This is an optimization exercise on Yosys and OpenROAD, whose aim is small area and a short achievable clock period, not a production implementation.
Where RTL was checked, it was by simulation tests only, not by an equivalence proof against the original.
Power figures rest on the tool's default switching activity, not on a simulated workload.

==> flow/design.v (excerpt) <==
module dc_blocker (
    input  wire               clk,
    input  wire               rst,        
    input  wire               in_valid,
    input  wire signed [39:0] x,
    input  wire               track,
    input  wire               load,
    input  wire        [2:0]  corner,
    output reg                out_valid,
    output reg  signed [39:0] y,
    output wire signed [71:0] base
);
For scale: about 160 I/O pins, about 31000 sq um of cells after synthesis.
export LEC_CHECK = 0
export CAP_MARGIN = 20
export CORE_MARGIN = 2
export CORE_UTILIZATION = 65
export SLEW_MARGIN = 20
create_clock -name core_clock -period 20.0 [get_ports {clk}]
standard.sh (not shown) runs the stock make flow with config.mk's settings and CLKGATE_MAP_FILE= SYNTH_SCRIPT=/design/flow/synth_recipe.tcl, a recipe that flattens the netlist after the stock synthesis.
==> flow/flow/run.sh <==
#!/bin/bash
set -e
export BUFFER_PORTS_ARGS="-buffer_cell sky130_fd_sc_hd__buf_2"
export SETUP_SLACK_MARGIN=14.7
bash standard.sh > standard.log 2>&1
==> next run, changes <==
--- a/flow/config.mk
+++ b/flow/config.mk
@@ -8,4 +8,6 @@
 export CAP_MARGIN = 20
 export CORE_MARGIN = 2
-export CORE_UTILIZATION = 65
+export CORE_UTILIZATION = 70
+export CTS_CLUSTER_DIAMETER = 60
+export CTS_CLUSTER_SIZE = 20
 export SLEW_MARGIN = 20
Result:
- cell area shrinks by about 2.4%
- maximum frequency stays flat
- clock-buffer cell count drops by 10
- wire length is lower by 1.0%
- worst setup slack gains 0.0086 ns
- total power shrinks by 7.0%
- combinational power is about the same
- global-route usage goes up by 1.9 points
- area after synthesis does not change

raven:
Another version of the RTL of dc_blocker (not shown whole).
Size in the first run: ~2600 cells after synthesis, about 160 I/O pins, ~31000 um^2 of cells after synthesis.
Design dc_blocker, start of the top module:
module dc_blocker (
    input  wire               clk,
    input  wire               rst,        
    input  wire               in_valid,
    input  wire signed [39:0] x,
    input  wire               track,
    input  wire               load,
    input  wire        [2:0]  corner,
    output reg                out_valid,
    output reg  signed [39:0] y,
    output wire signed [71:0] base
);
clock: 20.0 ns
lec_check: 0
cap_margin: 20
core_margin: 2
core_utilization: 65
cts_buf_list: sky130_fd_sc_hd__clkbuf_4 sky130_fd_sc_hd__clkbuf_8
slew_margin: 20
run.sh (not shown) runs the stock make flow with config.mk's settings and CLKGATE_MAP_FILE= SYNTH_SCRIPT=/design/flow/synth_recipe.tcl, a recipe that flattens the netlist after the stock synthesis.
Stock flow here: none of the scripts above is used.
Input changes introduced in onyx (baseline for comparison: raven):
Settings: CTS_BUF_LIST: sky130_fd_sc_hd__clkbuf_4 sky130_fd_sc_hd__clkbuf_8 -> unset.
==> flow/flow/run.sh (new file) <==
#!/bin/bash
set -e
export BUFFER_PORTS_ARGS="-buffer_cell sky130_fd_sc_hd__buf_2"
bash standard.sh > standard.log 2>&1
==> flow/standard.sh (new file) <==
#!/bin/bash
# synth_recipe.tcl (not shown) runs the flow's synth.tcl, then flattens the netlist and writes it again
# the make line also repeats each setting of config.mk as NAME=value (left out here)
make -C /OpenROAD-flow-scripts/flow DESIGN_CONFIG=/design/flow/config.mk WORK_HOME=/design/flow/orfs CLKGATE_MAP_FILE= SYNTH_SCRIPT=/design/flow/synth_recipe.tcl "${@:-finish}"
removed: flow/run.sh
==> run notes <==
Against raven as the reference, onyx delivers a higher net switching power of the design.
Looking only at wire length, and setting everything else aside, the higher value of onyx and raven goes to onyx.
Routed metal-1 wirelength went up by a few percent going from raven to onyx.
Register-to-register slack in onyx is 0.05 ns below raven.
> inputs changed (onyx -> lagoon)
Settings: changing CORE_UTILIZATION from 65 to 40; setting ABC_AREA to 1 for the first time.
==> flow/run.sh (new file) <==
#!/bin/bash
# synth_recipe.tcl (not shown) runs the flow's synth.tcl, then flattens the netlist and writes it again
# the make line also repeats each setting of config.mk as NAME=value (left out here)
make -C /OpenROAD-flow-scripts/flow DESIGN_CONFIG=/design/flow/config.mk WORK_HOME=/design/flow/orfs CLKGATE_MAP_FILE= SYNTH_SCRIPT=/design/flow/synth_recipe.tcl finish
removed: flow/flow/run.sh
removed: flow/standard.sh
Results
- In the flow results for lagoon and onyx, the total length of routed met2 wires is smaller on lagoon.
- Between lagoon and onyx, the difference in routability-driven placement congestion ratio is negligible.
- CTS H-tree depth was higher in the run labelled lagoon.
- Sequential group share of total power in lagoon vs onyx: down 2.9 points
- Delta(clock power share, lagoon - onyx) < 0
- Power share of the combinational group, lagoon and onyx: lower on onyx
- Relative to onyx, the multi-input logic cell count measured on lagoon has increased by more than a quarter.
> inputs changed (lagoon -> quartz)
Settings: ABC_AREA no longer set, was 1.
==> run notes <==
- quartz gives less setup clock skew after layout than lagoon did.
- For clock power, quartz and lagoon come out practically identical.
- | number of buffer and inverter stages on the critical path | lower: lagoon |
- Diff lagoon -> quartz | global-route wire length before repair | decrease of about 3.5%
- Measured against each other, lagoon and quartz differ in routed wire length, the higher figure coming from lagoon.
- quartz gives more clock group share of total power than lagoon did.
- When quartz is measured against lagoon, its switching power of the nets turns out 0.37 mW lower.
- Delta(share of final layout cell area taken by clock buffers and inverters, quartz - lagoon) > 0
- quartz vs lagoon: half-perimeter wire length after placement down by a few percent
- Number of non-clock buffers in the layout, quartz vs lagoon: up by a few percent
- Compared with lagoon, quartz shows number of placement rows that has gone down slightly.
Inputs modified between quartz and pepper:
Settings: putting ABC_AREA at 1 where nothing was set; swapping 40 for 65 in CORE_UTILIZATION.
- Data required time of the critical path sits lower in pepper than in quartz.
- In the metrics for pepper and quartz, the one carrying the lower relative contribution of combinational cells to total power is quartz.
- NOTE: fraction of met2 tracks used by global routing in pepper exceeds that of quartz
- Number of antenna diodes, pepper and quartz, higher one = quartz.
- Between pepper and quartz, it is pepper whose area added between synthesis and finish is lower, by 2.6 points.
- pepper vs. quartz: via count rose by 21%, number of signal-net inverters in the final layout rose by 211.
- pepper -> quartz: worst hold slack across all endpoints flat
- Run comparison: quartz top metal layer carrying routed signals met4; pepper top metal layer carrying routed signals met5
- NOTE first-pass GRT wire length quartz->pepper increased by more than 10%
No run of this note included a check of the RTL's function; only the layout flow was run.

== try-indigo ==
dc_blocker with an RTL version that a note above also has.
Size: about 2500 cells after synthesis, ~610 flip-flops, ~160 I/O pins, roughly 31000 um^2 of cells after synthesis.
export LEC_CHECK = 0
export CAP_MARGIN = 20
export CORE_MARGIN = 2
export CORE_UTILIZATION = 65
export CTS_CLUSTER_DIAMETER = 60
export CTS_CLUSTER_SIZE = 20
export SLEW_MARGIN = 20
create_clock -name core_clock -period 20.0 [get_ports {clk}]
standard.sh (not shown) runs the stock make flow with config.mk's settings and CLKGATE_MAP_FILE= SYNTH_SCRIPT=/design/flow/synth_recipe.tcl, a recipe that flattens the netlist after the stock synthesis.
==> flow/flow/run.sh <==
#!/bin/bash
set -e
export BUFFER_PORTS_ARGS="-buffer_cell sky130_fd_sc_hd__buf_2"
export SETUP_SLACK_MARGIN=14.7
bash standard.sh > standard.log 2>&1
Modified inputs, try-umber compared to try-indigo
- CTS_CLUSTER_SIZE removed (was 20)
- CTS_CLUSTER_DIAMETER removed (was 60)
==> flow/flow/run.sh <==
#!/bin/bash
set -e
export BUFFER_PORTS_ARGS="-buffer_cell sky130_fd_sc_hd__buf_1"
export SETUP_SLACK_MARGIN=14.7
bash standard.sh > standard.log 2>&1
## What came out
The flow did not stop early for try-umber: all stages ran, and the layout cleared the timing, DRC and antenna checks.
[try-umber] number of clock buffers in the layout rose about 47% relative to try-indigo
Between try-indigo and try-umber, the sum of net half-perimeters after detailed placement does not differ in any meaningful way.
Summary: routed wire length, try-umber worse than try-indigo
Compared with try-indigo, in try-umber area added between synthesis and finish higher; worst setup slack now smaller; sequential cell area fraction in the yosys report ~0 delta; delay of the slowest critical-path stage climbed 0.03 ns.
Final core area utilization: try-umber higher than try-indigo
Comparing try-umber against try-indigo, there is no change at all in count of nets left with antenna violations after detail routing.
Compared to try-indigo, try-umber has detailed-router iteration count before antenna repair 2 higher.
Final period utilization delta for try-umber relative to try-indigo: 0.31 points higher
Here is what was changed in the inputs of try-harbor compared with try-umber.
- CTS_CLUSTER_SIZE newly set to 20
- CTS_BUF_LIST newly set to sky130_fd_sc_hd__clkbuf_8 sky130_fd_sc_hd__clkbuf_16
- CTS_CLUSTER_DIAMETER newly set to 60
==> flow/flow/run.sh <==
#!/bin/bash
set -e
export BUFFER_PORTS_ARGS="-buffer_cell sky130_fd_sc_hd__buf_2"
export SETUP_SLACK_MARGIN=14.7
bash standard.sh > standard.log 2>&1
## What came out
Final routed wirelength across all metal layers, try-harbor vs try-umber: down by a few percent. Lower fraction of layout instances using a drive strength above 1 among try-harbor and try-umber: try-umber. Compared with try-umber, try-harbor shows a lower final core area utilization.
### try-harbor -> try-willow
- CTS_CLUSTER_SIZE: 20 -> unset
- CTS_BUF_LIST: sky130_fd_sc_hd__clkbuf_8 sky130_fd_sc_hd__clkbuf_16 -> sky130_fd_sc_hd__clkbuf_8
- CTS_CLUSTER_DIAMETER: 60 -> unset
==> flow/flow/run.sh <==
#!/bin/bash
set -e
export BUFFER_PORTS_ARGS="-buffer_cell sky130_fd_sc_hd__buf_2"
export SETUP_SLACK_MARGIN=14.8
bash standard.sh > standard.log 2>&1
Findings:
try-willow went all the way through synthesis, placement and routing and the layout is clean on timing, DRC and antenna. Looking only at met3 wire length, and setting everything else aside, the higher value of try-willow and try-harbor goes to try-harbor. There was hardly any difference in footprint of the multi-input gates between try-harbor and try-willow. Between try-willow and try-harbor, the total power of the final layout is higher for try-willow. Diff try-willow..try-harbor | proportion of total power due to net switching | negligible. try-harbor -> try-willow: detailed placement HPWL decreased slightly.
Inputs modified between try-willow and try-fjord:
- a deleted CTS_BUF_LIST that had been sky130_fd_sc_hd__clkbuf_8
--- outcome ---
- Across try-willow and try-fjord, none had a timing, DRC or antenna violation.
- The lower amount of wire on met3 after detailed routing came out of try-willow.
- Relative to try-willow, the final wirelength of try-fjord is higher by 1.2%.
- Post-CTS setup buffer count, try-willow and try-fjord, higher one = try-fjord.
- Summary of try-fjord over try-willow: clock buffer count from CTS decreased by 36% relative to the old numbers, share of power burned in the clock network went up, area after synthesis saw little to no change, final cycle utilization of the critical path went down.
- Summary of try-fjord over try-willow: sequential power flat, worst-case hold slack down 0.023 ns, wire length of the first global-routing pass up about 1.7%, smallest setup slack after layout up 0.062 ns.
Here is what was changed in the inputs of try-zinc compared with try-fjord.
- CTS_CLUSTER_DIAMETER: unset -> 75
- CTS_CLUSTER_SIZE: unset -> 28
==> flow/flow/run.sh <==
#!/bin/bash
set -e
export BUFFER_PORTS_ARGS="-buffer_cell sky130_fd_sc_hd__buf_2"
export SETUP_SLACK_MARGIN=14.7
bash standard.sh > standard.log 2>&1
## What came out
Hold slack was lower in the run labelled try-fjord.
Against try-fjord, final non-filler cell area in try-zinc came out better.
Re power density over the cells: try-zinc is about 7.5% down on try-fjord.
try-zinc ends up with lower cell count than try-fjord does.
Comparing try-zinc and try-fjord, the higher met3 routing resource usage after global routing is on try-fjord.
Summary — share of power burned in registers, try-zinc relative to try-fjord: higher, by 5.1 points.
Relative to try-fjord, non-clock buffer count has decreased by 19% in try-zinc.

separate check: timing with driven ports:
Ports are ideal in the flow. The routed layouts listed here were re-timed in OpenROAD. Step 1 sets driving cells, clkbuf_16 on the clock port and buf_2 on the other inputs (assumed; they add their load-dependent delay and slew). Step 2, shift: input delay + t, output delay - t, t = (earliest + latest rising clock arrival at the registers) / 2. This alone moves slack from input paths to output paths. Three values: no drivers, after step 1, after step 2; two values: the first two.
run	shift t [ns]	slack for setup (ns)	worst setup path at the end
the first run of note 1	0.692	14.702 / 14.639 / 14.659	input to register
the second run of note 1	0.645	14.711 / 14.649 / 14.692	input to register
raven	0.726	13.972 / 13.972 / 13.904	input to register
onyx	0.674	13.922 / 13.922 / 13.922	register to register
lagoon	0.688	14.259 / 14.198 / 13.961	input to register
quartz	0.672	13.865 / 13.865 / 13.865	register to register
pepper	0.720	14.205 / 14.141 / 14.006	input to register
try-indigo	0.660	14.712 / 14.646 / 14.676	input to register
try-umber	0.690	14.651 / 14.589 / 14.529	input to register
try-harbor	0.661	14.717 / 14.651 / 14.675	input to register
try-willow	0.755	14.629 / 14.573 / 14.706	input to register
try-fjord	0.691	14.690 / 14.627 / 14.676	input to register
try-zinc	0.702	14.665 / 14.600 / 14.697	input to register
After both steps every run listed still meets setup and hold. For lagoon, which loses most, drivers alone change the setup slack by -0.061 ns; drivers and shift together by -0.298 ns.
